What follows belongs to an exercise in optimizing a design on an open flow for small area and a short achievable clock period; a production flow would make more cautious choices.
Function was checked by simulation only, so behaviour that the tests miss may differ from the original.
Power is estimated from default activity; no workload was simulated.

<file path="flow/config.mk">
export PLATFORM = sky130hd
export DESIGN_NAME = spool_queue
export DESIGN_NICKNAME = spool_queue
export VERILOG_FILES = /design/flow/design.v
export SDC_FILE = /design/flow/constraint.sdc
export NUM_CORES = 4
export LEC_CHECK = 0
export CAP_MARGIN = 20
export CORE_MARGIN = 2
export CORE_UTILIZATION = 40
export CTS_BUF_LIST = sky130_fd_sc_hd__clkbuf_8
export CTS_CLUSTER_DIAMETER = 100
export CTS_CLUSTER_SIZE = 12
export SLEW_MARGIN = 20
</file>
<file path="flow/constraint.sdc">
create_clock -name core_clock -period 30.0 [get_ports {clk}]
set_input_delay 6.0000 -clock core_clock [delete_from_list [all_inputs] [get_ports {clk}]]
set_output_delay 6.0000 -clock core_clock [all_outputs]
set_load 0.01 [all_outputs]
</file>
<file path="flow/design.v">
module spool_queue (
    input  wire        clk,
    input  wire        rst,          
    input  wire        wr_valid,
    input  wire [63:0] wr_data,
    input  wire        wr_end,       
    output wire        wr_ready,
    input  wire        rd_en,
    output reg         rd_valid,     
    output wire        rd_end,       
    output wire [63:0] rd_data,
    input  wire        op_valid,
    input  wire [1:0]  op_code,      
    input  wire [6:0]  op_k,         
    output reg         op_refused,
    output reg  [5:0]  fill,         
    output reg  [5:0]  pkts,         
    output reg  [5:0]  peak          
);
  reg         phase;
  reg  [63:0] mem_data [0:31];
  reg  [31:0] mem_end;
  reg  [4:0]  epos [0:31];
  reg  [4:0]  ptr_l, ptr_m, ptr_p, ptr_w;
  reg  [4:0]  e_l;        
  reg  [4:0]  e_m;        
  reg  [4:0]  e_w;        
  reg  [5:0]  c_lm, c_mp;
  wire is_adv = op_valid && op_code == 2'd0;
  wire is_rm  = op_valid && op_code == 2'd1;
  wire is_rel = op_valid && op_code == 2'd2;
  wire is_rr  = op_valid && op_code == 2'd3;
  wire adv_ok = is_adv && (c_mp != 6'd0);
  reg  [7:0] t_lt, t_eq, t_le;    
  wire k_ok;
  wire rel_ok = is_rel && k_ok;
  wire refuse = (is_adv && c_mp == 6'd0) || (is_rel && !k_ok);
  wire       rd_take = rd_en && !op_valid && (pkts != 6'd0);
  spool_queue_ready u_ready (
    .op_valid(op_valid), .op_code(op_code), .op_k(op_k), .full(fill[5]),
    .t_lt(t_lt), .t_eq(t_eq), .t_le(t_le), .k_ok(k_ok), .wr_ready(wr_ready)
  );
  wire   wr_take  = wr_valid && wr_ready;
  wire   wr_mark  = wr_take && wr_end;
  wire [4:0] rel_idx = e_l + op_k[4:0] - 5'd1;
  wire [31:0] rel_sel = 32'd1 << rel_idx;
  wire [31:0] adv_sel = 32'd1 << e_m;
  wire [31:0] p_sel   = 32'd1 << ptr_p;
  reg  [4:0]  rel_pos, adv_pos;
  reg         e_p;    
  integer j;
  always @* begin
    rel_pos = 5'd0;
    adv_pos = 5'd0;
    e_p     = 1'b0;
    for (j = 0; j < 32; j = j + 1) begin
      rel_pos = rel_pos | ({5{rel_sel[j]}} & epos[j]);
      adv_pos = adv_pos | ({5{adv_sel[j]}} & epos[j]);
      e_p     = e_p | (p_sel[j] & mem_end[(j + 1) % 32]);
    end
    rel_pos = rel_pos ^ {5{phase}};
    adv_pos = adv_pos ^ {5{phase}};
    e_p     = e_p ^ phase;
  end
  wire [4:0] rel_off = rel_pos + ~ptr_l;              
  wire [5:0] c_lm_next = rel_ok ? c_lm - op_k[5:0] :
                         adv_ok ? c_lm + 6'd1 :
                         is_rr  ? 6'd0 : c_lm;
  wire [5:0] fill_rel  = rel_ok ? fill + {1'b1, ~rel_off} : fill;
  wire [5:0] fill_next = fill_rel + {5'd0, wr_take};
  wire [31:0] w_sel = {31'd0, wr_take} << ptr_w;
  wire [31:0] e_sel = {31'd0, wr_mark} << e_w;
  reg  [31:0] w_keep, e_keep;
  integer h;
  always @* begin
    for (h = 0; h < 32; h = h + 1) begin
      w_keep[h] = !wr_take || (ptr_w != h);
      e_keep[h] = !wr_mark || (e_w != h);
    end
  end
  wire [63:0] wd_enc  = wr_data ^ {64{phase}};
  wire        we_enc  = wr_end ^ phase;
  wire [4:0]  wp_enc  = ptr_w ^ {5{phase}};
  genvar s;
  generate
    for (s = 0; s < 32; s = s + 1) begin : slot
      reg [63:0] q_data;
      reg        q_end;
      reg [4:0]  q_pos;
      always @(posedge clk) begin
        q_data <= ~(({64{w_sel[s]}} & wd_enc) | ({64{w_keep[s]}} & q_data));
        q_end  <= ~((w_sel[s] & we_enc) | (w_keep[s] & q_end));
        q_pos  <= ~(({5{e_sel[s]}} & wp_enc) | ({5{e_keep[s]}} & q_pos));
      end
      always @* begin
        mem_data[s] = q_data;
        mem_end[s]  = q_end;
        epos[s]     = q_pos;
      end
    end
  endgenerate
  always @(posedge clk)
    phase <= !rst && !phase;
  always @(posedge clk) begin
    if (rst) begin
      ptr_l      <= 5'd0;
      ptr_m      <= 5'd0;
      ptr_p      <= 5'd0;
      ptr_w      <= 5'd1;
      e_l        <= 5'd0;
      e_m        <= 5'd0;
      e_w        <= 5'd0;
      c_lm       <= 6'd0;
      t_lt       <= 8'd0;
      t_eq       <= 8'd1;
      t_le       <= 8'd1;
      c_mp       <= 6'd0;
      pkts       <= 6'd0;
      fill       <= 6'd0;
      peak       <= 6'd0;
      rd_valid   <= 1'b0;
      op_refused <= 1'b0;
    end else begin
      op_refused <= refuse;
      rd_valid   <= rd_take;
      fill       <= fill_next;
      c_lm       <= c_lm_next;
      if (wr_take && !rel_ok && fill == peak) peak <= peak + 6'd1;
      if (wr_take) ptr_w <= ptr_w + 5'd1;
      if (wr_mark) e_w <= e_w + 5'd1;
      if (rel_ok) begin
        ptr_l <= rel_pos;
        e_l   <= e_l + op_k[4:0];
      end else if (adv_ok) begin
        ptr_m <= adv_pos;
        e_m   <= e_m + 5'd1;
        c_mp  <= c_mp - 6'd1;
      end else if (is_rm) begin
        ptr_p <= ptr_m;
        c_mp  <= 6'd0;
      end else if (is_rr) begin
        ptr_p <= ptr_l;
        ptr_m <= ptr_l;
        e_m   <= e_l;
        c_mp  <= 6'd0;
      end else if (rd_take) begin
        ptr_p <= ptr_p + 5'd1;
        c_mp  <= c_mp + {5'd0, e_p};
      end
      t_lt <= ~(8'hff << c_lm_next[5:3]);
      t_eq <= 8'd1 << c_lm_next[5:3];
      t_le <= ~(8'hfe << c_lm_next[2:0]);
      pkts <= (is_rm ? pkts + c_mp :
               is_rr ? pkts + c_mp + c_lm :
               rd_take ? pkts - {5'd0, e_p} : pkts) + {5'd0, wr_mark};
    end
  end
  wire [31:0] rsel = p_sel & {32{rd_valid}};
  reg  [64:0] rd_word;
  integer i;
  always @* begin
    rd_word = 65'd0;
    for (i = 0; i < 32; i = i + 1)
      rd_word = rd_word | ({65{rsel[i]}} & {mem_end[i], mem_data[i]});
  end
  assign rd_end  = rd_word[64] ^ (phase & rd_valid);
  assign rd_data = rd_word[63:0] ^ {64{phase & rd_valid}};
endmodule
module spool_queue_ready (
    input  wire       op_valid,
    input  wire [1:0] op_code,
    input  wire [6:0] op_k,
    input  wire       full,
    input  wire [7:0] t_lt, t_eq, t_le,
    output wire       k_ok,
    output wire       wr_ready
);
  wire [7:0] cl_hot = t_le & ~{1'b0, t_le[7:1]};
  wire [2:0] kh = op_k[5:3], kl = op_k[2:0];
  wire lt = |(t_eq[4:0] & {kh < 3'd4, kh < 3'd3, kh < 3'd2, kh < 3'd1, 1'b0});
  wire eq = |(t_eq[4:0] & {kh == 3'd4, kh == 3'd3, kh == 3'd2, kh == 3'd1, kh == 3'd0});
  wire le = |(cl_hot & {kl <= 3'd7, kl <= 3'd6, kl <= 3'd5, kl <= 3'd4, kl <= 3'd3, kl <= 3'd2, kl <= 3'd1, kl == 3'd0});
  assign k_ok = !op_k[6] && (op_k[5:0] != 6'd0) && (lt || (eq && le));
  assign wr_ready = !full || (op_valid && op_code == 2'd2 && k_ok);
endmodule
</file>
<file path="flow/flow/run.sh">
#!/bin/bash
set -euo pipefail
bash standard.sh \
  SETUP_SLACK_MARGIN=17.5 \
  "BUFFER_PORTS_ARGS=-buffer_cell sky130_fd_sc_hd__buf_2" \
  finish > make.log 2>&1
</file>
<file path="flow/standard.sh">
#!/bin/bash
# synth_recipe.tcl (not shown) runs the flow's synth.tcl, then flattens the netlist and writes it again
# the make line also repeats each setting of config.mk as NAME=value (left out here)
make -C /OpenROAD-flow-scripts/flow DESIGN_CONFIG=/design/flow/config.mk WORK_HOME=/design/flow/orfs CLKGATE_MAP_FILE= SYNTH_SCRIPT=/design/flow/synth_recipe.tcl "${@:-finish}"
</file>
==> impl_metrics.csv, run 1 <==
group,metric,value,unit
outcome,outcome,"finished clean",
timing,finalSetupTns,0,ps
cts,cts_max_level,4,
timing,min_period,13130,ps
drt,drt_iter0_drc,13900,
place,place_congestion,0.956,
drt,viasPerCell,7.38,
worst_setup_path,crit_fanout,4,
flow_run,maxCapViolations,0,
grt,grt_max_degree,65,
power_and_ir_drop,p_int,4520,uW
yosys,synth_fp_nets,8425,
worst_setup_path,worst-path-buf-inv,3,
cts,worstSkewPairLatency,1090,ps
die,ios,165,
worst_setup_path,worstSetupEndpointType,"output pin",
drt,avgRoutedWirePerCell,38.6,um
power_and_ir_drop,peakVddDrop,48.8,uV
timing,slew_viol_final,0,
layout,n_fill_cell,20300,
power_and_ir_drop,seq_power_share,61.0,%
cts,cts_tree,"yes",
worst_setup_path,cp-start-kind,"input port",
grt,antenna_found_initial,17,
power_and_ir_drop,pwr-share-comb,11.3,%
die,coreArea,0.217,mm2
timing,finalSetupViolCount,0,
yosys,async_flop_share,0,%
drt,ant_nets,0,
die,die_w,470,um
cts,clk_path_buf_depth,3,
power_and_ir_drop,switchingPower,1790,uW
place,hpwl,219000,um
die,dieHeight,470,um
grt,grt_pass1_vias,75700,
yosys,synth.distinct_cells,89,
layout,area_growth_syn_to_layout,7.90,%
yosys,ys_ff_latch,2319,
worst_setup_path,crit_chain,"buf_6, inv_4, a21o_1, a221oi_2, o2bb2ai_2, a211o_1, nand2_4, buf_6",
min_path,hold_path.class,"flip-flop to flip-flop",
worst_setup_path,critical-path-top-delay-family,"compound AO/OA/AOI/OAI gates",
layout,final_core_util,43.3,%
worst_setup_path,cp.arrival,7130,ps
worst_setup_path,crit_top_cell,"buf_6",
worst_setup_path,reg2reg_from,"e_l[0]",
timing,relSlewSlack,13.0,%
place,placed_area,0.0905,mm2
cts,postCtsHoldBufs,0,
worst_setup_path,cp_slowest_cell,"a221oi_2",
worst_setup_path,cp-startpoint,"op_k[2]",
power_and_ir_drop,leakagePower,0.0337,uW
grt,grt_pass1_wl,582000,um
layout,stdcell_area,0.0938,mm2
yosys,yosysTopAreaCell,"dfxtp_1",
yosys,syn-cell-area,0.0870,mm2
die,initial_core_util,40.1,%
die,rows,171,
timing,grt_setup_unrepaired,"true",
drt,drc,0,
yosys,ys_seq_area_share,53.4,%
timing,fin_crit_sh,43.8,%
timing,tightest_slew,1300,ps
yosys,synth_top_cell_area_share,53.4,%
grt,grt-ovfl-total,0,
yosys,synth-edff-count,0,
yosys,yosys_warnings,3,
drt,first_pass_iters,7,
power_and_ir_drop,switching_share,28.4,%
worst_setup_path,crit_path_max_incr_delay,280,ps
worst_setup_path,path_class,"input port to output pin",
layout,drive_gt1_share,11.3,%
timing,hold_viol,0,
worst_setup_path,critical_path.endpoint,"wr_ready",
yosys,synth_ff_type,"dfxtp_1",
grt,track_usage,36.0,%
drt,routed_wl,418000,um
layout,nNetsFinal,8080,
timing,max_freq,76.1,MHz
yosys,yosys-top-cells-area,"dfxtp_1, a22oi_1, a221oi_1",
worst_setup_path,worst_r2r_endpoint,"fill[5]",
cts,cts-root-buf,"clkbuf_8",
worst_setup_path,reg2reg_slack,23050,ps
cts,cts_buffers,212,
worst_setup_path,cp.depth,8,
yosys,syn_inst,8276,
min_path,worstHoldStart,"slot[20].q_data[62]",
die,dieArea,0.221,mm2
worst_setup_path,cp.required,24000,ps
power_and_ir_drop,power.density,67.3,mW/mm2
timing,clock_skew,93.6,ps
power_and_ir_drop,clkPwrFrac,27.7,%
yosys,syn_avg_cell_area,10.5,um2
worst_setup_path,reg2reg_depth,23,
cts,cts.sinks,2319,
place,io_buffers,164,
drt,vias,79800,
cts,clk_pin_slew_worst_paths,80,ps
==> routing by layer <==
layer  track usage [%]  up-vias  wire, um
li1                  -    31700         -
met1              46.6    39500    156000
met2              53.2     6848    174000
met3              10.8     1759     58200
met4              20.4       18     29100
met5                 0        -       122
==> synthesized netlist by cell type (14+ instances only) <==
cell type / n
inv_1: 56
a221oi_1: 346
a21oi_1: 67
o21ai_0: 49
a22o_1: 342
a21o_1: 15
xnor2_1: 40
nand3_1: 164
xor2_1: 157
o211ai_1: 16
and3_1: 26
buf_2: 289
a211oi_1: 34
a31oi_1: 16
nor3_1: 121
mux2_2: 21
buf_1: 166
ha_1: 64
nor2_1: 166
nand2_1: 150
nor2b_1: 30
nor4_1: 16
clkbuf_1: 537
a22oi_1: 2653
dfxtp_1: 2319
and2_1: 14
nand4_1: 173
mux2i_1: 45
==> through the flow <==
stage | setup slack, ps | hold WS, ps | cells | power [uW]
final | 16870 | 440 | 10800 | 6310
after global routing | 16790 | 450 | 10800 | 6520
after CTS | 16860 | 443 | 10800 | 6280
after detailed placement | 16570 | 431 | 10600 | 4600
after global placement | 16580 | 428 | 10600 | 4560
after floorplan | 16680 | 417 | 8276 | 4310
==> worst min-delay path by stage <==
stage                     endpoint  cells after the start
6_report       slot[20].q_data[62]                      1
5_1_grt        slot[22].q_data[17]                      1
4_1_cts         slot[25].q_data[2]                      1
3_5_place_dp    slot[7].q_data[50]                      1
3_3_place_gp   slot[27].q_data[11]                      1
2_1_floorplan     slot[1].q_pos[3]                      1
==> area by class of cell <==
cell class / instances / area, um2 / share of cell area, %
Sequential cell: 2319 / 46400 / 49.5
Multi-Input combinational cell: 4887 / 37300 / 39.7
Tap cell: 2854 / 3570 / 3.81
Timing Repair Buffer: 454 / 3100 / 3.30
Clock buffer: 213 / 2930 / 3.12
Clock inverter: 19 / 274 / 0.292
Inverter: 57 / 216 / 0.231
Antenna cell: 12 / 30.0 / 0.0320
==> state kept, by name, summed over array words and instances, names as in the netlist, 5 cells and up <==
name and cells:
slot.q_data 2048, slot.q_pos 160, slot.q_end 32, t_le 7, c_mp 6, fill 6, peak 6, pkts 6
c_lm 5, e_l 5, e_m 5, e_w 5, ptr_l 5, ptr_m 5, ptr_p 5, ptr_w 5
t_eq 5
==> kinds of logic after synthesis <==
kind of cell | after synthesis | synth area share [%]
flip-flops | 2319 | 53.4
buffers and inverters | 1070 | 5.15
AO/OA/AOI/OAI | 3647 | 32.3
AND/OR/NAND/NOR | 901 | 5.20
multiplexers | 69 | 0.859
adder cells (fa/ha/maj) | 70 | 1.06
XOR/XNOR | 200 | 2.05
==> cells in the final DEF (no fill, tap or decap), types with 146 or more instances in the layout <==
cell type     n
nand2_1     146
a221oi_1    346
clkbuf_8    213
a22o_1      342
dfxtp_1    2317
buf_4       283
buf_2       160
a22oi_1    2653
nand4_1     173
nand3_1     149
==> power by group through the flow <==
stage	clock, uW	sequential (uW)	combinational, uW
after floorplan	0	3820	498
after global routing	1850	3900	774
after global placement	0	3890	673
final	1750	3850	715
after CTS	1740	3830	704
after detailed placement	0	3900	702
==> what timing repair did <==
item	4_1_cts	5_1_grt
endpoints found under the setup margin	1	1
pin swaps	8	1
hold endpoints to repair	0	0
resized for setup	19	1
setup buffers	2	0
==> run 2: changes to the inputs <==
--- a/flow/config.mk
+++ b/flow/config.mk
@@ -9,6 +9,6 @@
 export CORE_MARGIN = 2
 export CORE_UTILIZATION = 40
 export CTS_BUF_LIST = sky130_fd_sc_hd__clkbuf_8
-export CTS_CLUSTER_DIAMETER = 100
-export CTS_CLUSTER_SIZE = 12
+export CTS_CLUSTER_DIAMETER = 80
+export CTS_CLUSTER_SIZE = 16
 export SLEW_MARGIN = 20
==> run 2 against run 1 <==
Net effect:
- maximum frequency about the same
- non-clock buffer count unchanged
- sequential share of layout area increased by 0.26 points
- combinational power about the same
- worst setup slack gained 1.0 ps
- area after synthesis stayed put
- sequential cell count unchanged
- hold slack improved by 2.1 ps
- synthesized cell count stayed put
- clock skew down 26 ps
- global-route usage down 0.065 points
- first-iteration DRC count decreased by 1.3%
- critical endpoint unchanged
- largest power group unchanged
- highest routed layer unchanged
==> impl_metrics.csv, run 2 <==
group,metric,value,unit
outcome,outcome,"finished clean",
cts,clk_pin_slew_worst_paths,100,ps
timing,fin_crit_sh,43.8,%
place,io_buffers,164,
timing,grt_setup_unrepaired,"true",
layout,finalNonFillerCells,10800,
power_and_ir_drop,finalPower,6180,uW
yosys,synth-edff-count,0,
grt,use_met2,53.0,%
yosys,ys_ff_latch,2319,
yosys,synth_most_common_cell,"a22oi_1",
layout,area_growth_syn_to_layout,7.34,%
cts,worstSkewPairLatency,1040,ps
timing,max_freq,76.1,MHz
yosys,synth_ff_type,"dfxtp_1",
layout,layout_commonest_cell,"a22oi_1",
power_and_ir_drop,power.density,66.2,mW/mm2
die,dieHeight,470,um
min_path,holdPathStages,1,
drt,drt_iter0_drc,13800,
worst_setup_path,worst_r2r_endpoint,"fill[5]",
die,die_w,470,um
grt,track_usage,35.9,%
place,hpwl,219000,um
timing,worst_slack,16870,ps
layout,top_regs,"slot.q_data: 2048 flops, slot.q_pos: 160 flops, slot.q_end: 32 flops",
layout,drive_gt1_share,11.0,%
yosys,syn-cell-area,0.0870,mm2
die,initial_core_util,40.1,%
timing,finalSetupViolCount,0,
cts,clk_path_buf_depth,3,
yosys,ys_seq_area_share,53.4,%
grt,grt_pass1_wl,580000,um
cts,cts_tree,"yes",
yosys,yosys_warnings,3,
yosys,synth_common_cells,"a22oi_1, dfxtp_1, clkbuf_1, a221oi_1, a22o_1",
cts,cts_max_level,4,
min_path,hold_path.class,"flip-flop to flip-flop",
worst_setup_path,reg2reg_from,"e_l[0]",
grt,use_met3,10.7,%
min_path,min_to,"slot[19].q_data[10]",
worst_setup_path,cp-start-kind,"input port",
worst_setup_path,worstSetupEndpointType,"output pin",
grt,grt.busiest_layer,"met2",
worst_setup_path,cp.arrival,7130,ps
drt,ant_nets,0,
timing,slew_viol_final,0,
cts,cts-root-buf,"clkbuf_8",
yosys,synth.distinct_cells,89,
timing,finalSetupTns,0,ps
drt,routed_wl,417000,um
layout,top_register,"slot.q_data",
drt,vias,79500,
layout,mostFrequentLayoutCells,"a22oi_1, dfxtp_1, a221oi_1",
grt,grt_max_degree,65,
yosys,yosys-top-cells-area,"dfxtp_1, a22oi_1, a221oi_1",
place,place_congestion,0.956,
timing,hold_viol,0,
cts,postCtsHoldBufs,0,
power_and_ir_drop,leakagePower,0.0334,uW
worst_setup_path,reg2reg_depth,23,
grt,antenna_found_initial,11,
flow_run,maxCapViolations,0,
drt,drc,0,
yosys,synth_top_cell_area_share,53.4,%
power_and_ir_drop,peakVddDrop,53.2,uV
drt,avgRoutedWirePerCell,38.7,um
grt,grt_pass1_vias,75100,
yosys,async_flop_share,0,%
worst_setup_path,path_class,"input port to output pin",
worst_setup_path,cp.required,24000,ps
timing,tightest_slew,1290,ps
yosys,synth_fp_nets,8425,
layout,nNetsFinal,8036,
die,ios,165,
timing,min_period,13130,ps
yosys,syn_avg_cell_area,10.5,um2
cts,cts.sinks,2319,
layout,largest_reg_flops,2048,
yosys,syn_inst,8276,
die,dieArea,0.221,mm2
timing,clock_skew,68.1,ps
yosys,yosysTopAreaCell,"dfxtp_1",
drt,first_pass_iters,10,
place,post-place-ws,16570,ps
die,coreArea,0.217,mm2
die,rows,171,
timing,holdWs,442,ps
min_path,worstHoldStart,"slot[19].q_data[10]",
grt,grt-ovfl-total,0,
timing,relSlewSlack,13.6,%
worst_setup_path,crit_fanout,4,
place,dp.cells,10600,
worst_setup_path,reg2reg_slack,23040,ps
cts,cts_buffers,168,
drt,viasPerCell,7.37,
grt,met1_usage,46.6,%
## run 2: cell count changes in the layout (fill, tap and decap cells not counted), sizes merged
cell and change:
clkbuf -42, inv +3, diode -7, clkinv +2, clkinvlp +6, bufinv +2
## run 2: final cells by class
type                       count  area [um2]
clock buffer                 171        2350
tap                         2854        3570
multi-input combinational   4887       37300
inverter                      57         216
fill                       20300      123000
sequential                  2319       46400
timing repair buffer         454        3100
clock inverter                32         375
antenna                        5        12.5
## run 2: worst max-delay path by stage
stage	start	endpoint	slack [ps]	cells after the start
floorplan	op_k[4]	wr_ready	16680	8
global placement	op_code[1]	wr_ready	16580	6
detailed placement	op_code[1]	wr_ready	16570	6
CTS	op_k[4]	wr_ready	16860	8
global route	op_k[2]	wr_ready	16790	8
finish	op_code[0]	wr_ready	16870	6
## run 2: routing by layer
layer / part of all wire (%) / up-vias
met5: 0.047 / -
met4: 7.1 / 20
met3: 14 / 1699
met2: 42 / 6832
met1: 37 / 39300
li1: - / 31600
## run 2: stage by stage
step	area, um2	util [%]
3_3_place_gp	90400	41.7
5_1_grt	93300	43.1
2_1_floorplan	87000	-
6_report	93400	43.1
4_1_cts	93300	43.0
3_5_place_dp	90500	41.7
## run 2: critical path, cell delays in order
cell	delay, ps
buf_2	110
nand2b_1	190
or2_2	340
a211o_1	330
nand2_4	70
buf_6	100
## run 2: cells by family (layout without fill, tap and decap cells)
kind of cell    Yosys count  in the layout  share of synthesized area, %
mux                      69             69                         0.859
compound gates         3647           3647                          32.3
simple gates            901            901                          5.20
other cells               0              5                             0
flops                  2319           2319                          53.4
buf+inv                1070            714                          5.15
xor+xnor                200            200                          2.05
fa+ha+maj                70             70                          1.06
## run 2: what timing repair did
item                       in CTS  in global routing
resized for setup              19                  1
pin swaps                       8                  1
setup endpoints to repair       1                  1
buffers inserted                2                  0
## run 2: power breakdown
group | switching (uW) | total [uW] | leakage (uW) | internal, uW
registers | 288 | 3850 | 0.0207 | 3560
logic | 414 | 716 | 0.0113 | 302
clock network | 1060 | 1620 | 0.00140 | 556
==> run 3: changes to the inputs <==
--- a/flow/design.v
+++ b/flow/design.v
@@ -36,11 +36,18 @@
   wire rel_ok = is_rel && k_ok;
   wire refuse = (is_adv && c_mp == 6'd0) || (is_rel && !k_ok);
   wire       rd_take = rd_en && !op_valid && (pkts != 6'd0);
+  wire [7:0] cl_hot = t_le & ~{1'b0, t_le[7:1]};
+  wire [2:0] kh = op_k[5:3], kl = op_k[2:0];
+  wire k_lt = |(t_eq[4:0] & {kh < 3'd4, kh < 3'd3, kh < 3'd2, kh < 3'd1, 1'b0});
+  wire k_eq = |(t_eq[4:0] & {kh == 3'd4, kh == 3'd3, kh == 3'd2, kh == 3'd1, kh == 3'd0});
+  wire k_le = |(cl_hot & {kl <= 3'd7, kl <= 3'd6, kl <= 3'd5, kl <= 3'd4,
+                          kl <= 3'd3, kl <= 3'd2, kl <= 3'd1, kl == 3'd0});
+  assign k_ok = !op_k[6] && (op_k[5:0] != 6'd0) && (k_lt || (k_eq && k_le));
   spool_queue_ready u_ready (
     .op_valid(op_valid), .op_code(op_code), .op_k(op_k), .full(fill[5]),
-    .t_lt(t_lt), .t_eq(t_eq), .t_le(t_le), .k_ok(k_ok), .wr_ready(wr_ready)
+    .ch_hot(t_eq[4:0]), .cl_hot(cl_hot), .wr_ready(wr_ready)
   );
-  wire   wr_take  = wr_valid && wr_ready;
+  wire   wr_take  = wr_valid && (!fill[5] || rel_ok);
   wire   wr_mark  = wr_take && wr_end;
   wire [4:0] rel_idx = e_l + op_k[4:0] - 5'd1;
   wire [31:0] rel_sel = 32'd1 << rel_idx;
@@ -171,15 +178,59 @@
     input  wire [1:0] op_code,
     input  wire [6:0] op_k,
     input  wire       full,
-    input  wire [7:0] t_lt, t_eq, t_le,
-    output wire       k_ok,
+    input  wire [4:0] ch_hot,
+    input  wire [7:0] cl_hot,
     output wire       wr_ready
 );
-  wire [7:0] cl_hot = t_le & ~{1'b0, t_le[7:1]};
-  wire [2:0] kh = op_k[5:3], kl = op_k[2:0];
-  wire lt = |(t_eq[4:0] & {kh < 3'd4, kh < 3'd3, kh < 3'd2, kh < 3'd1, 1'b0});
-  wire eq = |(t_eq[4:0] & {kh == 3'd4, kh == 3'd3, kh == 3'd2, kh == 3'd1, kh == 3'd0});
-  wire le = |(cl_hot & {kl <= 3'd7, kl <= 3'd6, kl <= 3'd5, kl <= 3'd4, kl <= 3'd3, kl <= 3'd2, kl <= 3'd1, kl == 3'd0});
-  assign k_ok = !op_k[6] && (op_k[5:0] != 6'd0) && (lt || (eq && le));
-  assign wr_ready = !full || (op_valid && op_code == 2'd2 && k_ok);
+  wire [6:0] k = op_k;
+  wire f0, f1, f2, f3, f4, f5, f6;             
+  sq_nor3  g_f0 (.a(k[2]), .b(k[1]), .c(k[0]), .y(f0));
+  sq_nor2  g_f1 (.a(k[2]), .b(k[1]), .y(f1));
+  sq_a21oi g_f2 (.a1(k[1]), .a2(k[0]), .b1(k[2]), .y(f2));
+  sq_inv   g_f3 (.a(k[2]), .y(f3));
+  sq_o21ai g_f4 (.a1(k[1]), .a2(k[0]), .b1(k[2]), .y(f4));
+  sq_nand2 g_f5 (.a(k[2]), .b(k[1]), .y(f5));
+  sq_nand3 g_f6 (.a(k[2]), .b(k[1]), .c(k[0]), .y(f6));
+  wire h1, h2, h3, h4;                         
+  sq_nor3  g_h1 (.a(k[5]), .b(k[4]), .c(k[3]), .y(h1));
+  sq_nor2  g_h2 (.a(k[5]), .b(k[4]), .y(h2));
+  sq_a21oi g_h3 (.a1(k[4]), .a2(k[3]), .b1(k[5]), .y(h3));
+  sq_inv   g_h4 (.a(k[5]), .y(h4));
+  wire e1, e2, e3, e4;                         
+  sq_nor3b g_e1 (.a(k[5]), .b(k[4]), .c_n(k[3]), .y(e1));
+  sq_nor3b g_e2 (.a(k[5]), .b(k[3]), .c_n(k[4]), .y(e2));
+  sq_and3b g_e3 (.a_n(k[5]), .b(k[4]), .c(k[3]), .y(e3));
+  sq_nor3b g_e4 (.a(k[4]), .b(k[3]), .c_n(k[5]), .y(e4));
+  wire oc;                                     
+  sq_nor2  g_oc (.a(op_code[0]), .b(k[6]), .y(oc));
+  wire p0, p1, p2, p3, q0, q1, r0, r1, r2, kn0;
+  sq_a22oi g_p0 (.a1(cl_hot[0]), .a2(f0), .b1(cl_hot[1]), .b2(f1), .y(p0));
+  sq_a22oi g_p1 (.a1(cl_hot[2]), .a2(f2), .b1(cl_hot[3]), .b2(f3), .y(p1));
+  sq_a22oi g_p2 (.a1(cl_hot[4]), .a2(f4), .b1(cl_hot[5]), .b2(f5), .y(p2));
+  sq_a21oi g_p3 (.a1(cl_hot[6]), .a2(f6), .b1(cl_hot[7]), .y(p3));
+  sq_a22oi g_q0 (.a1(ch_hot[1]), .a2(h1), .b1(ch_hot[2]), .b2(h2), .y(q0));
+  sq_a22oi g_q1 (.a1(ch_hot[3]), .a2(h3), .b1(ch_hot[4]), .b2(h4), .y(q1));
+  sq_a22oi g_r0 (.a1(ch_hot[0]), .a2(h1), .b1(ch_hot[1]), .b2(e1), .y(r0));
+  sq_a22oi g_r1 (.a1(ch_hot[2]), .a2(e2), .b1(ch_hot[3]), .b2(e3), .y(r1));
+  sq_nand2 g_r2 (.a(ch_hot[4]), .b(e4), .y(r2));
+  sq_nand2 g_k0 (.a(f0), .b(h1), .y(kn0));     
+  wire le, lt, eq, nq;
+  sq_nand4 g_le (.a(p0), .b(p1), .c(p2), .d(p3), .y(le));
+  sq_nand2 g_lt (.a(q0), .b(q1), .y(lt));
+  sq_nand3 g_eq (.a(r0), .b(r1), .c(r2), .y(eq));
+  sq_nand4 g_nq (.a(op_valid), .b(op_code[1]), .c(oc), .d(kn0), .y(nq));
+  wire ncmp;
+  sq_a21oi g_cmp (.a1(eq), .a2(le), .b1(lt), .y(ncmp));
+  sq_o21ai g_out (.a1(nq), .a2(ncmp), .b1(full), .y(wr_ready));
 endmodule
+module sq_inv   (input wire a, output wire y);                  assign y = ~a;                      endmodule
+module sq_nand2 (input wire a, b, output wire y);               assign y = ~(a & b);                endmodule
+module sq_nand3 (input wire a, b, c, output wire y);            assign y = ~(a & b & c);            endmodule
+module sq_nand4 (input wire a, b, c, d, output wire y);         assign y = ~(a & b & c & d);        endmodule
+module sq_nor2  (input wire a, b, output wire y);               assign y = ~(a | b);                endmodule
+module sq_nor3  (input wire a, b, c, output wire y);            assign y = ~(a | b | c);            endmodule
+module sq_nor3b (input wire a, b, c_n, output wire y);          assign y = ~a & ~b & c_n;           endmodule
+module sq_and3b (input wire a_n, b, c, output wire y);          assign y = ~a_n & b & c;            endmodule
+module sq_a21oi (input wire a1, a2, b1, output wire y);         assign y = ~((a1 & a2) | b1);       endmodule
+module sq_o21ai (input wire a1, a2, b1, output wire y);         assign y = ~((a1 | a2) & b1);       endmodule
+module sq_a22oi (input wire a1, a2, b1, b2, output wire y);     assign y = ~((a1 & a2) | (b1 & b2)); endmodule
--- a/flow/config.mk
+++ b/flow/config.mk
@@ -10,5 +10,6 @@
 export CORE_UTILIZATION = 40
 export CTS_BUF_LIST = sky130_fd_sc_hd__clkbuf_8
 export CTS_CLUSTER_DIAMETER = 80
-export CTS_CLUSTER_SIZE = 16
+export CTS_CLUSTER_SIZE = 14
 export SLEW_MARGIN = 20
+export SYNTH_HIERARCHICAL = 1
==> run 3 against run 2 <==
Net effect:
- critical endpoint unchanged
- first-iteration DRC count fell by 7.9%
- die area rose by 1.2%
- critical path depth rose by 1
- global-route usage fell by 0.25 points
- clock skew rose by 1.5 ps
- final cell count rose by 0.90%
- combinational power rose by 3.4%
- maximum frequency rose by 1.6%
==> impl_metrics.csv, run 3 <==
group,metric,value,unit
drt,route.met2.wl,177000,um
power_and_ir_drop,leakagePower,0.0333,uW
yosys,syn-cell-area,0.0880,mm2
yosys,synth_common_cells,"a22oi_1, dfxtp_1, clkbuf_1, a22o_1, a221oi_1",
die,ios,165,
grt,grt_pass1_vias,75700,
timing,min_period,12920,ps
timing,hold_viol,0,
worst_setup_path,crit_chain,"buf_12, o21ai_2, a22oi_2, nand4_1, a21oi_2, o21ai_2, buf_2",
yosys,synth_most_common_cell,"a22oi_1",
die,dieArea,0.224,mm2
grt,antenna_found_initial,11,
die,coreArea,0.219,mm2
layout,layout_commonest_cell,"a22oi_1",
drt,first_pass_iters,8,
layout,drive_gt1_share,11.5,%
layout,nNetsFinal,8114,
yosys,yosys-top-cells-area,"dfxtp_1, a22oi_1, a22o_1",
yosys,ys_seq_area_share,52.8,%
layout,largest_reg_flops,2048,
layout,top_register,"slot.q_data",
power_and_ir_drop,finalPower,6270,uW
layout,stdcell_area,0.0944,mm2
yosys,synth-edff-count,0,
power_and_ir_drop,switching_share,28.5,%
place,place_congestion,0.963,
drt,vias,80300,
timing,max_freq,77.4,MHz
layout,area_growth_syn_to_layout,7.23,%
power_and_ir_drop,p_int,4480,uW
grt,grt_max_degree,56,
cts,cts-root-buf,"clkbuf_8",
worst_setup_path,cp.required,24000,ps
place,placed_area,0.0912,mm2
worst_setup_path,cp.arrival,6920,ps
grt,grt-ovfl-total,0,
drt,avgRoutedWirePerCell,38.4,um
power_and_ir_drop,seq_power_share,61.7,%
timing,relSlewSlack,12.9,%
place,hpwl,224000,um
cts,worstSkewPairLatency,1040,ps
worst_setup_path,cp-start-kind,"input port",
timing,slew_viol_final,0,
yosys,synth_fp_nets,8479,
timing,fin_crit_sh,43.1,%
worst_setup_path,crit_top_cell,"o21ai_2",
grt,grt_pass1_wl,581000,um
layout,area.sequential,0.0464,mm2
yosys,synth_top_cell_area_share,52.8,%
power_and_ir_drop,power.density,66.5,mW/mm2
drt,drt_iter0_drc,12700,
die,dieHeight,473,um
timing,clock_skew,69.5,ps
yosys,yosys_warnings,9,
cts,cts_buffers,190,
drt,met1_length,156000,um
worst_setup_path,cp_slowest_cell,"a21oi_2",
layout,n_fill_cell,20600,
timing,finalSetupViolCount,0,
flow_run,maxCapViolations,0,
yosys,yosysTopAreaCell,"dfxtp_1",
die,initial_core_util,40.1,%
cts,cts_max_level,4,
timing,tightest_slew,1310,ps
drt,ant_nets,0,
power_and_ir_drop,clkPwrFrac,26.5,%
yosys,async_flop_share,0,%
timing,finalSetupTns,0,ps
drt,viasPerCell,7.39,
cts,clk_pin_slew_worst_paths,90,ps
layout,mostFrequentLayoutCells,"a22oi_1, dfxtp_1, a22o_1",
yosys,syn_inst,8330,
drt,routed_wl,418000,um
timing,grt_setup_unrepaired,"true",
cts,clk_path_buf_depth,3,
worst_setup_path,path_class,"input port to output pin",
cts,cts.sinks,2319,
drt,top_layer_used,"met5",
yosys,synth_ff_type,"dfxtp_1",
cts,cts_tree,"yes",
worst_setup_path,reg2reg_depth,22,
worst_setup_path,crit_fanout,12,
power_and_ir_drop,switchingPower,1790,uW
min_path,hold_path.class,"flip-flop to flip-flop",
die,rows,172,
yosys,synth.distinct_cells,89,
worst_setup_path,crit_path_max_incr_delay,220,ps
power_and_ir_drop,peakVddDrop,42.2,uV
layout,top_regs,"slot.q_data: 2048 flops, slot.q_pos: 160 flops, slot.q_end: 32 flops",
yosys,ys_ff_latch,2319,
min_path,holdPathStages,1,
drt,met3_length,57400,um
grt,track_usage,35.7,%
die,die_w,473,um
place,io_buffers,164,
worst_setup_path,worstSetupEndpointType,"output pin",
yosys,syn_avg_cell_area,10.6,um2
power_and_ir_drop,pwr-share-comb,11.8,%
layout,multi_input_area,0.0380,mm2
outcome,outcome,"finished clean",
drt,drc,0,
==> run 3: cell count changes in the layout (fill, tap and decap cells not counted), sizes merged, moves of 21 or more <==
cell,delta
a221oi,-48
a22o,-40
a22oi,+52
a32oi,+29
clkbuf,+24
nand4,+21
==> run 3: cell families (layout without fill, tap and decap cells) <==
family / count (synthesis) / count (layout) / share of synthesized area [%]
fa+ha+maj: 70 / 70 / 1.05
compound gates: 3683 / 3683 / 32.2
buf+inv: 1074 / 734 / 5.66
simple gates: 906 / 906 / 5.31
other cells: 0 / 15 / 0
flops: 2319 / 2319 / 52.8
xor+xnor: 201 / 201 / 2.02
mux: 77 / 77 / 1.04
==> run 3: final cells by class <==
class,count,share of cell area (%)
flip-flops and latches,2319,49.2
multi-input cells,4937,40.3
well taps,2871,3.81
repair buffers,456,3.35
clock buffers,192,2.80
clock inverters,25,0.259
inverters,61,0.245
diodes,15,0.0398
==> run 3: through the flow <==
stage / hold slack (ps) / util, % / instances / setup WS [ps]
2_1_floorplan: 414 / - / 8330 / 17400
3_3_place_gp: 428 / 41.6 / 10600 / 16850
3_5_place_dp: 431 / 41.6 / 10600 / 16840
4_1_cts: 444 / 42.9 / 10900 / 17030
5_1_grt: 451 / 43.0 / 10900 / 17040
6_report: 440 / 43.0 / 10900 / 17080
==> run 3: worst paths after layout <==
path                       start             endpoint  slack (ps)
max                      op_k[2]             wr_ready       17080
min          slot[10].q_data[35]  slot[10].q_data[35]         440
max reg2reg               e_l[0]              fill[5]       22780
min reg2reg  slot[10].q_data[35]  slot[10].q_data[35]         440
==> run 3: layer usage <==
metal	global-route usage (%)	vias up
li1	-	31900
met1	45.9	39700
met2	53.4	6909
met3	10.3	1777
met4	19.9	6
met5	0	-
==> run 3: power groups by stage <==
stage,clock network (uW),logic (uW),registers (uW)
floorplan,0,516,3840
global placement,0,696,3910
detailed placement,0,726,3920
CTS,1660,729,3860
global route,1760,802,3920
finish,1660,740,3870
==> run 3: timing repair <==
item	in CTS	in global routing
pin swaps	7	7
buffers inserted	4	5
resized for setup	24	4
hold buffers	0	0
setup endpoints to repair	1	1
cloned	0	2
==> run 3: worst max-delay path, delay by kind of cell <==
family	cells	cell delay (ps)
buffers and inverters	2	260
and+or+nand+nor	1	140
AOI/OAI and AO/OA	4	520
==> run 3: per-module statistics from Yosys, one instance, submodules excluded, excerpt <==
| module | cells | copies in the design |
|---|---|---|
| sq_nor2 | 1 | 3 |
| sq_a21oi | 1 | 4 |
| sq_nor3 | 1 | 2 |
| sq_nand4 | 1 | 2 |
| sq_and3b | 1 | 1 |
| spool_queue | 8298 | 1 |
| sq_o21ai | 1 | 2 |
==> run 4: changes to the inputs <==
--- a/flow/design.v
+++ b/flow/design.v
@@ -53,22 +53,28 @@
   wire [31:0] rel_sel = 32'd1 << rel_idx;
   wire [31:0] adv_sel = 32'd1 << e_m;
   wire [31:0] p_sel   = 32'd1 << ptr_p;
-  reg  [4:0]  rel_pos, adv_pos;
-  reg         e_p;    
-  integer j;
-  always @* begin
-    rel_pos = 5'd0;
-    adv_pos = 5'd0;
-    e_p     = 1'b0;
-    for (j = 0; j < 32; j = j + 1) begin
-      rel_pos = rel_pos | ({5{rel_sel[j]}} & epos[j]);
-      adv_pos = adv_pos | ({5{adv_sel[j]}} & epos[j]);
-      e_p     = e_p | (p_sel[j] & mem_end[(j + 1) % 32]);
-    end
-    rel_pos = rel_pos ^ {5{phase}};
-    adv_pos = adv_pos ^ {5{phase}};
-    e_p     = e_p ^ phase;
-  end
+  wire [4:0]  rel_raw, adv_raw;
+  wire        e_raw;
+  wire [31:0] end_next;    
+  genvar c;
+  generate
+    for (c = 0; c < 5; c = c + 1) begin : pos_col
+      wire [31:0] col;
+      genvar r;
+      for (r = 0; r < 32; r = r + 1) begin : row
+        assign col[r] = epos[r][c];
+      end
+      sq_mux32 u_rel (.sel(rel_sel), .d(col), .y(rel_raw[c]));
+      sq_mux32 u_adv (.sel(adv_sel), .d(col), .y(adv_raw[c]));
+    end
+    for (c = 0; c < 32; c = c + 1) begin : end_rot
+      assign end_next[c] = mem_end[(c + 1) % 32];
+    end
+  endgenerate
+  sq_mux32 u_ep (.sel(p_sel), .d(end_next), .y(e_raw));
+  wire [4:0] rel_pos = rel_raw ^ {5{phase}};
+  wire [4:0] adv_pos = adv_raw ^ {5{phase}};
+  wire       e_p     = e_raw ^ phase;    
   wire [4:0] rel_off = rel_pos + ~ptr_l;              
   wire [5:0] c_lm_next = rel_ok ? c_lm - op_k[5:0] :
                          adv_ok ? c_lm + 6'd1 :
@@ -94,10 +100,21 @@
       reg [63:0] q_data;
       reg        q_end;
       reg [4:0]  q_pos;
+      wire [63:0] d_data;
+      wire        d_end;
+      wire [4:0]  d_pos;
+      genvar b;
+      for (b = 0; b < 64; b = b + 1) begin : bit_d
+        sq_a22oi g (.a1(w_sel[s]), .a2(wd_enc[b]), .b1(w_keep[s]), .b2(q_data[b]), .y(d_data[b]));
+      end
+      sq_a22oi g_end (.a1(w_sel[s]), .a2(we_enc), .b1(w_keep[s]), .b2(q_end), .y(d_end));
+      for (b = 0; b < 5; b = b + 1) begin : bit_p
+        sq_a22oi g (.a1(e_sel[s]), .a2(wp_enc[b]), .b1(e_keep[s]), .b2(q_pos[b]), .y(d_pos[b]));
+      end
       always @(posedge clk) begin
-        q_data <= ~(({64{w_sel[s]}} & wd_enc) | ({64{w_keep[s]}} & q_data));
-        q_end  <= ~((w_sel[s] & we_enc) | (w_keep[s] & q_end));
-        q_pos  <= ~(({5{e_sel[s]}} & wp_enc) | ({5{e_keep[s]}} & q_pos));
+        q_data <= d_data;
+        q_end  <= d_end;
+        q_pos  <= d_pos;
       end
       always @* begin
         mem_data[s] = q_data;
@@ -163,13 +180,17 @@
     end
   end
   wire [31:0] rsel = p_sel & {32{rd_valid}};
-  reg  [64:0] rd_word;
-  integer i;
-  always @* begin
-    rd_word = 65'd0;
-    for (i = 0; i < 32; i = i + 1)
-      rd_word = rd_word | ({65{rsel[i]}} & {mem_end[i], mem_data[i]});
-  end
+  wire [64:0] rd_word;
+  generate
+    for (c = 0; c < 65; c = c + 1) begin : rd_col
+      wire [31:0] col;
+      genvar r;
+      for (r = 0; r < 32; r = r + 1) begin : row
+        assign col[r] = (c == 64) ? mem_end[r] : mem_data[r][c % 64];
+      end
+      sq_mux32 u_rd (.sel(rsel), .d(col), .y(rd_word[c]));
+    end
+  endgenerate
   assign rd_end  = rd_word[64] ^ (phase & rd_valid);
   assign rd_data = rd_word[63:0] ^ {64{phase & rd_valid}};
 endmodule
@@ -234,3 +255,21 @@
 module sq_a21oi (input wire a1, a2, b1, output wire y);         assign y = ~((a1 & a2) | b1);       endmodule
 module sq_o21ai (input wire a1, a2, b1, output wire y);         assign y = ~((a1 | a2) & b1);       endmodule
 module sq_a22oi (input wire a1, a2, b1, b2, output wire y);     assign y = ~((a1 & a2) | (b1 & b2)); endmodule
+module sq_mux32 (input wire [31:0] sel, input wire [31:0] d, output wire y);
+  wire [10:0] t;
+  genvar i;
+  generate
+    for (i = 0; i < 10; i = i + 1) begin : tri3
+      sq_a222oi g (.a1(sel[3*i]), .a2(d[3*i]), .b1(sel[3*i+1]), .b2(d[3*i+1]),
+                   .c1(sel[3*i+2]), .c2(d[3*i+2]), .y(t[i]));
+    end
+  endgenerate
+  sq_a22oi g10 (.a1(sel[30]), .a2(d[30]), .b1(sel[31]), .b2(d[31]), .y(t[10]));
+  wire [2:0] u;
+  sq_nand4 n0 (.a(t[0]), .b(t[1]), .c(t[2]), .d(t[3]), .y(u[0]));
+  sq_nand4 n1 (.a(t[4]), .b(t[5]), .c(t[6]), .d(t[7]), .y(u[1]));
+  sq_nand3 n2 (.a(t[8]), .b(t[9]), .c(t[10]), .y(u[2]));
+  sq_or3   o  (.a(u[0]), .b(u[1]), .c(u[2]), .y(y));
+endmodule
+module sq_a222oi (input wire a1, a2, b1, b2, c1, c2, output wire y); assign y = ~((a1 & a2) | (b1 & b2) | (c1 & c2)); endmodule
+module sq_or3   (input wire a, b, c, output wire y);            assign y = a | b | c;               endmodule
==> flow/flow/run.sh (replaced) <==
#!/bin/bash
set -euo pipefail
here=$(pwd)
bash standard.sh \
  SETUP_SLACK_MARGIN=17.5 \
  "BUFFER_PORTS_ARGS=-buffer_cell sky130_fd_sc_hd__buf_2" \
  "PRE_FLOORPLAN_TCL=$here/flow/downsize.tcl" \
  finish > make.log 2>&1
==> flow/flow/downsize.tcl (new file) <==
# Pre-floorplan hook: the single-gate modules of the RTL (storage hold gates,
# look-up trees, the wr_ready gates) are mapped once each by synthesis, which
# picks a drive-2 cell for some of them; start them all at drive 1 and let
# the later repair steps size up what needs it.
set swaps {
  sky130_fd_sc_hd__a22oi_2 sky130_fd_sc_hd__a22oi_1
  sky130_fd_sc_hd__a21oi_2 sky130_fd_sc_hd__a21oi_1
  sky130_fd_sc_hd__nor3_2  sky130_fd_sc_hd__nor3_1
  sky130_fd_sc_hd__nor3b_2 sky130_fd_sc_hd__nor3b_1
}
set db [ord::get_db]
set n 0
foreach inst [[ord::get_db_block] getInsts] {
  set m [[$inst getMaster] getName]
  if {[dict exists $swaps $m]} {
    $inst swapMaster [$db findMaster [dict get $swaps $m]]
    incr n
  }
}
puts "downsize.tcl: $n instances set to drive 1"
==> run 4 against run 3 <==
Net effect:
- combinational power fell by 14%
- worst setup slack improved by 28 ps
- clock power barely moved
- still clean on timing, DRC and antenna
- hold slack got worse by 1.5 ps
- clock skew rose by 9.5 ps
- maximum frequency rose by 0.22%
- critical path depth did not move
- critical endpoint unchanged
- first-iteration DRC count rose by 12%
- critical path type unchanged
==> impl_metrics.csv, run 4 <==
group,metric,value,unit
outcome,outcome,"finished clean",
layout,drive_gt1_share,10.9,%
place,io_buffers,164,
power_and_ir_drop,switching_share,27.7,%
cts,cts_max_level,4,
power_and_ir_drop,pwr-share-comb,10.5,%
drt,drc,0,
cts,clk_path_buf_depth,3,
cts,worstSkewPairLatency,1060,ps
timing,holdWs,438,ps
layout,layout_commonest_cell,"a22oi_1",
place,hpwl,188000,um
timing,fin_crit_sh,43.0,%
timing,clock_skew,79.0,ps
worst_setup_path,crit_fanout,10,
drt,vias,74400,
layout,mostFrequentLayoutCells,"a22oi_1, dfxtp_1, a222oi_1",
power_and_ir_drop,power.density,67.0,mW/mm2
die,rows,164,
drt,drt_iter0_drc,14200,
worst_setup_path,worstSetupEndpointType,"output pin",
grt,antenna_found_initial,11,
worst_setup_path,cp.arrival,6890,ps
timing,tightest_slew,1220,ps
power_and_ir_drop,leakagePower,0.0326,uW
place,dp.cells,9855,
timing,grt_setup_unrepaired,"true",
layout,final_core_util,45.3,%
layout,finalNonFillerCells,10100,
layout,n_fill_cell,18500,
grt,grt_pass1_wl,488000,um
timing,hold_viol,0,
layout,largest_reg_flops,2048,
layout,top_register,"slot.q_data",
die,die_w,453,um
worst_setup_path,path_class,"input port to output pin",
yosys,synth_fp_nets,7039,
timing,max_freq,77.6,MHz
grt,grt_max_degree,80,
die,dieHeight,453,um
flow_run,maxCapViolations,0,
drt,first_pass_iters,13,
drt,viasPerCell,7.36,
grt,grt_pass1_vias,72100,
power_and_ir_drop,clkPwrFrac,27.4,%
power_and_ir_drop,peakVddDrop,45.8,uV
die,dieArea,0.205,mm2
power_and_ir_drop,seq_power_share,62.1,%
cts,clk_pin_slew_worst_paths,90,ps
timing,relSlewSlack,18.2,%
drt,routed_wl,342000,um
timing,finalSetupTns,0,ps
grt,grt-ovfl-total,0,
drt,ant_nets,0,
timing,finalSetupViolCount,0,
yosys,syn_inst,6888,
yosys,yosys_warnings,9,
worst_setup_path,cp.required,24000,ps
die,ios,165,
power_and_ir_drop,switchingPower,1690,uW
die,coreArea,0.200,mm2
die,initial_core_util,40.3,%
cts,cts_buffers,189,
layout,nNetsFinal,7548,
layout,top_regs,"slot.q_data: 2048 flops, slot.q_pos: 160 flops, slot.q_end: 32 flops",
cts,cts-root-buf,"clkbuf_8",
drt,avgRoutedWirePerCell,33.8,um
min_path,hold_path.class,"flip-flop to flip-flop",
cts,cts.sinks,2319,
timing,min_period,12890,ps
place,place_congestion,0.932,
timing,slew_viol_final,0,
cts,cts_tree,"yes",
grt,track_usage,31.5,%
power_and_ir_drop,p_int,4390,uW
worst_setup_path,cp-start-kind,"input port",
-- run 4: worst max-delay path, cell delays in order --
cell	delay, ps
buf_6	120
nor3b_1	130
a22oi_1	150
nand3_1	130
a21oi_2	150
o21ai_2	60
buf_2	150
-- run 4: power by group through the flow --
stage / clock network (uW) / logic (uW) / registers [uW]
after global placement: 0 / 592 / 3810
after detailed placement: 0 / 623 / 3830
after CTS: 1670 / 624 / 3760
final: 1670 / 638 / 3770
after floorplan: 0 / 421 / 3760
after global routing: 1780 / 692 / 3820
-- run 4: what timing repair did --
action                                  in CTS  in global routing
pin swaps                                    6                  6
buffers inserted                             5                  1
hold buffers                                 0                  0
endpoints found under the setup margin       1                  1
resized for setup                           18                 10
-- run 4: cell type report --
class                      instances  area, um2  share of cell area (%)
inverter                          56        210                   0.232
clock inverter                    27        339                   0.374
timing repair buffer             393       2690                    2.96
tap                             2656       3320                    3.66
antenna                           16       40.0                  0.0442
multi-input combinational       4438      35000                    38.6
sequential                      2319      46400                    51.2
clock buffer                     193       2660                    2.93
-- run 4: stage by stage --
| stage | total power, uW | setup slack, ps | cell area [um2] |
|---|---|---|---|
| 2_1_floorplan | 4180 | 17420 | 80600 |
| 3_3_place_gp | 4400 | 16880 | 87400 |
| 3_5_place_dp | 4450 | 16910 | 87500 |
| 4_1_cts | 6060 | 17070 | 90600 |
| 5_1_grt | 6290 | 17060 | 90700 |
| 6_report | 6080 | 17110 | 90700 |
-- run 4: path summary, 6_finish.rpt --
kind | slack (ps) | cells after the start | from | to
worst max register to register | 23550 | 25 | e_l[0] | fill[5]
worst min register to register | 440 | 1 | slot[3].q_data[19] | slot[3].q_data[19]
worst max-delay path | 17110 | 7 | op_k[3] | wr_ready
worst min-delay path | 440 | 1 | slot[3].q_data[19] | slot[3].q_data[19]
-- run 4: layer usage --
layer	track usage, %	vias to the layer above	share of wire [%]
met1	41.4	37200	39
li1	-	30400	-
met5	0	-	0.011
met2	47.8	5566	43
met4	15.4	6	5.0
met3	8.42	1162	13
==> run 5: changes to the inputs <==
--- a/flow/design.v
+++ b/flow/design.v
@@ -31,21 +31,21 @@
   wire is_rel = op_valid && op_code == 2'd2;
   wire is_rr  = op_valid && op_code == 2'd3;
   wire adv_ok = is_adv && (c_mp != 6'd0);
-  reg  [7:0] t_lt, t_eq, t_le;    
   wire k_ok;
   wire rel_ok = is_rel && k_ok;
   wire refuse = (is_adv && c_mp == 6'd0) || (is_rel && !k_ok);
   wire       rd_take = rd_en && !op_valid && (pkts != 6'd0);
-  wire [7:0] cl_hot = t_le & ~{1'b0, t_le[7:1]};
+  wire [7:0] cl_hot = 8'd1 << c_lm[2:0];
+  wire [4:0] ch_hot = 5'd1 << c_lm[5:3];       
   wire [2:0] kh = op_k[5:3], kl = op_k[2:0];
-  wire k_lt = |(t_eq[4:0] & {kh < 3'd4, kh < 3'd3, kh < 3'd2, kh < 3'd1, 1'b0});
-  wire k_eq = |(t_eq[4:0] & {kh == 3'd4, kh == 3'd3, kh == 3'd2, kh == 3'd1, kh == 3'd0});
+  wire k_lt = |(ch_hot & {kh < 3'd4, kh < 3'd3, kh < 3'd2, kh < 3'd1, 1'b0});
+  wire k_eq = |(ch_hot & {kh == 3'd4, kh == 3'd3, kh == 3'd2, kh == 3'd1, kh == 3'd0});
   wire k_le = |(cl_hot & {kl <= 3'd7, kl <= 3'd6, kl <= 3'd5, kl <= 3'd4,
                           kl <= 3'd3, kl <= 3'd2, kl <= 3'd1, kl == 3'd0});
   assign k_ok = !op_k[6] && (op_k[5:0] != 6'd0) && (k_lt || (k_eq && k_le));
   spool_queue_ready u_ready (
     .op_valid(op_valid), .op_code(op_code), .op_k(op_k), .full(fill[5]),
-    .ch_hot(t_eq[4:0]), .cl_hot(cl_hot), .wr_ready(wr_ready)
+    .ch_hot(ch_hot), .cl_hot(cl_hot), .wr_ready(wr_ready)
   );
   wire   wr_take  = wr_valid && (!fill[5] || rel_ok);
   wire   wr_mark  = wr_take && wr_end;
@@ -72,9 +72,9 @@
     end
   endgenerate
   sq_mux32 u_ep (.sel(p_sel), .d(end_next), .y(e_raw));
-  wire [4:0] rel_pos = rel_raw ^ {5{phase}};
-  wire [4:0] adv_pos = adv_raw ^ {5{phase}};
-  wire       e_p     = e_raw ^ phase;    
+  wire [4:0] rel_pos = ~(rel_raw ^ {5{phase}});
+  wire [4:0] adv_pos = ~(adv_raw ^ {5{phase}});
+  wire       e_p     = ~(e_raw ^ phase);    
   wire [4:0] rel_off = rel_pos + ~ptr_l;              
   wire [5:0] c_lm_next = rel_ok ? c_lm - op_k[5:0] :
                          adv_ok ? c_lm + 6'd1 :
@@ -135,9 +135,6 @@
       e_m        <= 5'd0;
       e_w        <= 5'd0;
       c_lm       <= 6'd0;
-      t_lt       <= 8'd0;
-      t_eq       <= 8'd1;
-      t_le       <= 8'd1;
       c_mp       <= 6'd0;
       pkts       <= 6'd0;
       fill       <= 6'd0;
@@ -171,9 +168,6 @@
         ptr_p <= ptr_p + 5'd1;
         c_mp  <= c_mp + {5'd0, e_p};
       end
-      t_lt <= ~(8'hff << c_lm_next[5:3]);
-      t_eq <= 8'd1 << c_lm_next[5:3];
-      t_le <= ~(8'hfe << c_lm_next[2:0]);
       pkts <= (is_rm ? pkts + c_mp :
                is_rr ? pkts + c_mp + c_lm :
                rd_take ? pkts - {5'd0, e_p} : pkts) + {5'd0, wr_mark};
@@ -191,8 +185,8 @@
       sq_mux32 u_rd (.sel(rsel), .d(col), .y(rd_word[c]));
     end
   endgenerate
-  assign rd_end  = rd_word[64] ^ (phase & rd_valid);
-  assign rd_data = rd_word[63:0] ^ {64{phase & rd_valid}};
+  assign rd_end  = ~(rd_word[64] ^ (phase & rd_valid));
+  assign rd_data = ~(rd_word[63:0] ^ {64{phase & rd_valid}});
 endmodule
 module spool_queue_ready (
     input  wire       op_valid,
@@ -269,7 +263,6 @@
   sq_nand4 n0 (.a(t[0]), .b(t[1]), .c(t[2]), .d(t[3]), .y(u[0]));
   sq_nand4 n1 (.a(t[4]), .b(t[5]), .c(t[6]), .d(t[7]), .y(u[1]));
   sq_nand3 n2 (.a(t[8]), .b(t[9]), .c(t[10]), .y(u[2]));
-  sq_or3   o  (.a(u[0]), .b(u[1]), .c(u[2]), .y(y));
+  sq_nor3  o  (.a(u[0]), .b(u[1]), .c(u[2]), .y(y));
 endmodule
 module sq_a222oi (input wire a1, a2, b1, b2, c1, c2, output wire y); assign y = ~((a1 & a2) | (b1 & b2) | (c1 & c2)); endmodule
-module sq_or3   (input wire a, b, c, output wire y);            assign y = a | b | c;               endmodule
==> run 5 against run 4 <==
Net effect:
- sequential share of layout area up 0.21 points
- wire length up 2.7%
- clock skew down 13 ps
- highest routed layer unchanged
- sequential power up 2%
- clock power down 4%
- count of clock-buffer cells in the layout down 6
- die area down 0.58%
- still clean
- maximum frequency down 0.38%
- first-iteration DRC count up 5.5%
- critical path depth unchanged
- global-route usage up 1.0 points
==> impl_metrics.csv, run 5 <==
group,metric,value,unit
drt,ant_nets,0,
worst_setup_path,path_class,"input port to output pin",
grt,antenna_found_initial,12,
layout,top_register,"slot.q_data",
timing,max_freq,77.3,MHz
timing,slew_viol_final,0,
worst_setup_path,crit_chain,"buf_12, o21ai_2, a22oi_1, nand4_1, a21oi_2, o21ai_2, buf_2",
worst_setup_path,crit_fanout,14,
timing,holdWs,437,ps
timing,tightest_slew,1290,ps
layout,mostFrequentLayoutCells,"a22oi_1, dfxtp_1, a222oi_1",
grt,track_usage,32.6,%
cts,cts_max_level,4,
outcome,outcome,"finished clean",
timing,hold_viol,0,
die,dieHeight,452,um
worst_setup_path,worstSetupEndpointType,"output pin",
timing,min_period,12940,ps
worst_setup_path,cp_slowest_cell,"a22oi_1",
drt,first_pass_iters,13,
layout,nNetsFinal,7474,
layout,drive_gt1_share,10.7,%
cts,clk_path_buf_depth,3,
yosys,syn_inst,6823,
power_and_ir_drop,power.density,68.1,mW/mm2
drt,routed_wl,351000,um
die,ios,165,
min_path,hold_path.class,"flip-flop to flip-flop",
layout,largest_reg_flops,2048,
timing,finalSetupViolCount,0,
drt,drc,0,
grt,grt_pass1_wl,498000,um
drt,vias,74300,
cts,cts_tree,"yes",
power_and_ir_drop,leakagePower,0.0318,uW
worst_setup_path,crit_top_cell,"o21ai_2",
timing,grt_setup_unrepaired,"true",
worst_setup_path,cp.required,24000,ps
drt,avgRoutedWirePerCell,35.1,um
flow_run,maxCapViolations,0,
grt,grt_pass1_vias,71400,
yosys,yosys_warnings,9,
worst_setup_path,crit_path_max_incr_delay,220,ps
cts,cts_buffers,186,
place,hpwl,189000,um
die,coreArea,0.199,mm2
grt,grt_max_degree,66,
cts,clk_pin_slew_worst_paths,70,ps
timing,clock_skew,66.0,ps
worst_setup_path,reg2reg_slack,23810,ps
die,initial_core_util,40.2,%
layout,top_regs,"slot.q_data: 2048 flops, slot.q_pos: 160 flops, slot.q_end: 32 flops",
cts,cts.sinks,2308,
place,place_congestion,0.900,
drt,drt_iter0_drc,14900,
worst_setup_path,critical-path-top-delay-family,"compound AO/OA/AOI/OAI gates",
power_and_ir_drop,peakVddDrop,57.5,uV
layout,n_fill_cell,18300,
layout,layout_commonest_cell,"a22oi_1",
grt,grt-ovfl-total,0,
die,die_w,452,um
cts,cts-root-buf,"clkbuf_8",
die,rows,164,
timing,relSlewSlack,13.8,%
yosys,synth_fp_nets,6978,
place,io_buffers,164,
cts,worstSkewPairLatency,1050,ps
timing,fin_crit_sh,43.1,%
worst_setup_path,worst-path-buf-inv,2,
worst_setup_path,cp.arrival,6940,ps
timing,finalSetupTns,0,ps
die,dieArea,0.204,mm2
drt,viasPerCell,7.42,
worst_setup_path,cp-start-kind,"input port",
## run 5: changes by cell type in the layout (fill, tap and decap cells not counted), sizes merged, moves of 10 or more
cell	previous run	this run
inv	74	64
nor2	247	259
nand4	164	179
or3	85	2
nor3	42	104
dfxtp	2319	2308
xor2	101	163
xnor2	92	42
and3	22	12
nand2	105	73
## run 5: worst reg2reg max path, stage by stage (launching register included)
cell	delay, ps
dfxtp_1	350
ha_1	220
fa_1	410
a21o_1	170
a21oi_1	170
xnor2_1	400
xnor2_1	220
nand2b_1	250
nor2_1	140
a222oi_1	470
nand4_1	160
nor3_1	480
xnor2_1	220
ha_1	200
inv_1	50
fa_1	480
fa_1	440
a21o_1	170
a21oi_1	170
xnor2_1	180
nand3_1	120
xnor2_1	140
mux2_2	270
xnor2_1	140
nor2_1	50
## run 5: power breakdown
part	switching [uW]	internal (uW)	leakage, uW
Clock	1030	577	0.00146
Sequential	275	3550	0.0206
Combinational	406	276	0.00971
Total	1710	4410	0.0318
## run 5: layout make-up
cell class / instances / area (um2) / area share [%]
Inverter: 49 / 186 / 0.207
Timing Repair Buffer: 384 / 2650 / 2.95
Tap cell: 2656 / 3320 / 3.70
Clock inverter: 25 / 233 / 0.259
Antenna cell: 7 / 17.5 / 0.0195
Sequential cell: 2308 / 46200 / 51.4
Multi-Input combinational cell: 4390 / 34700 / 38.6
Clock buffer: 187 / 2570 / 2.86
## run 5: worst paths after layout
| check | start | to | depth (start not counted) |
|---|---|---|---|
| setup reg to reg | e_l[0] | fill[5] | 24 |
| hold / removal | slot[7].q_data[54] | slot[7].q_data[54] | 1 |
| setup / recovery | op_k[2] | wr_ready | 7 |
| hold reg to reg | slot[7].q_data[54] | slot[7].q_data[54] | 1 |
## run 5: repair_timing
item,CTS,global route
gates resized for setup,17,8
gates cloned,0,0
endpoints found under the setup margin,1,1
buffers inserted,0,1
hold buffers,0,0
pin swaps,4,7
## run 5: routing by layer
layer  global-route usage, %  share of wire, %
met3                    9.27                14
met5                  0.0233             0.014
met2                    49.7                43
met1                    41.7                37
met4                    17.3               5.8
## run 5: metrics by stage
stage          setup WS [ps]  total power [uW]  utilization [%]  cell area [um2]  cells
2_1_floorplan          17420              4260                -            80200   6823
6_report               17060              6120             45.1            89900  10000
5_1_grt                17020              6350             45.1            89900  10000
4_1_cts                17060              6100             45.0            89800   9997
3_3_place_gp           16760              4500             43.6            86900   9784
3_5_place_dp           16840              4550             43.6            86900   9785

-- separate check: timing with driven ports --
Ports are ideal in the flow. The routed layouts listed here were re-timed in OpenROAD. Step 1 (the two cells are an assumption about what drives the block):
set clk [get_ports {clk}]
set_driving_cell -lib_cell sky130_fd_sc_hd__clkbuf_16 $clk
set_driving_cell -lib_cell sky130_fd_sc_hd__buf_2 [delete_from_list [all_inputs] $clk]
Step 2 adds t to the input delays and takes it off the output delays; t is the mean of the earliest and latest rising clock arrival at the registers after step 1. Input paths then give back, and output paths get back, about the clock's delay inside the block. Slacks: ideal ports / drivers / drivers and shift; pairs: ideal ports / drivers.
run | shift t [ns] | slack for setup (ns) | latest minus earliest clock arrival (ns) | worst register clock-pin slew, ns
run 1 | 1.129 | 16.866 / 16.822 / 16.822 | 0.099 / 0.100 | 0.10 / 0.10
run 2 | 1.089 | 16.867 / 16.820 / 16.820 | 0.074 / 0.074 | 0.12 / 0.12
run 3 | 1.086 | 17.079 / 16.932 / 16.912 | 0.092 / 0.092 | 0.11 / 0.11
run 4 | 1.104 | 17.107 / 17.057 / 17.057 | 0.097 / 0.096 | 0.10 / 0.10
run 5 | 1.103 | 17.058 / 16.993 / 16.993 | 0.089 / 0.089 | 0.11 / 0.11
After both steps every run listed still meets setup and hold. For run 3, which loses most, drivers alone change the setup slack by -0.147 ns; drivers and shift together by -0.167 ns.
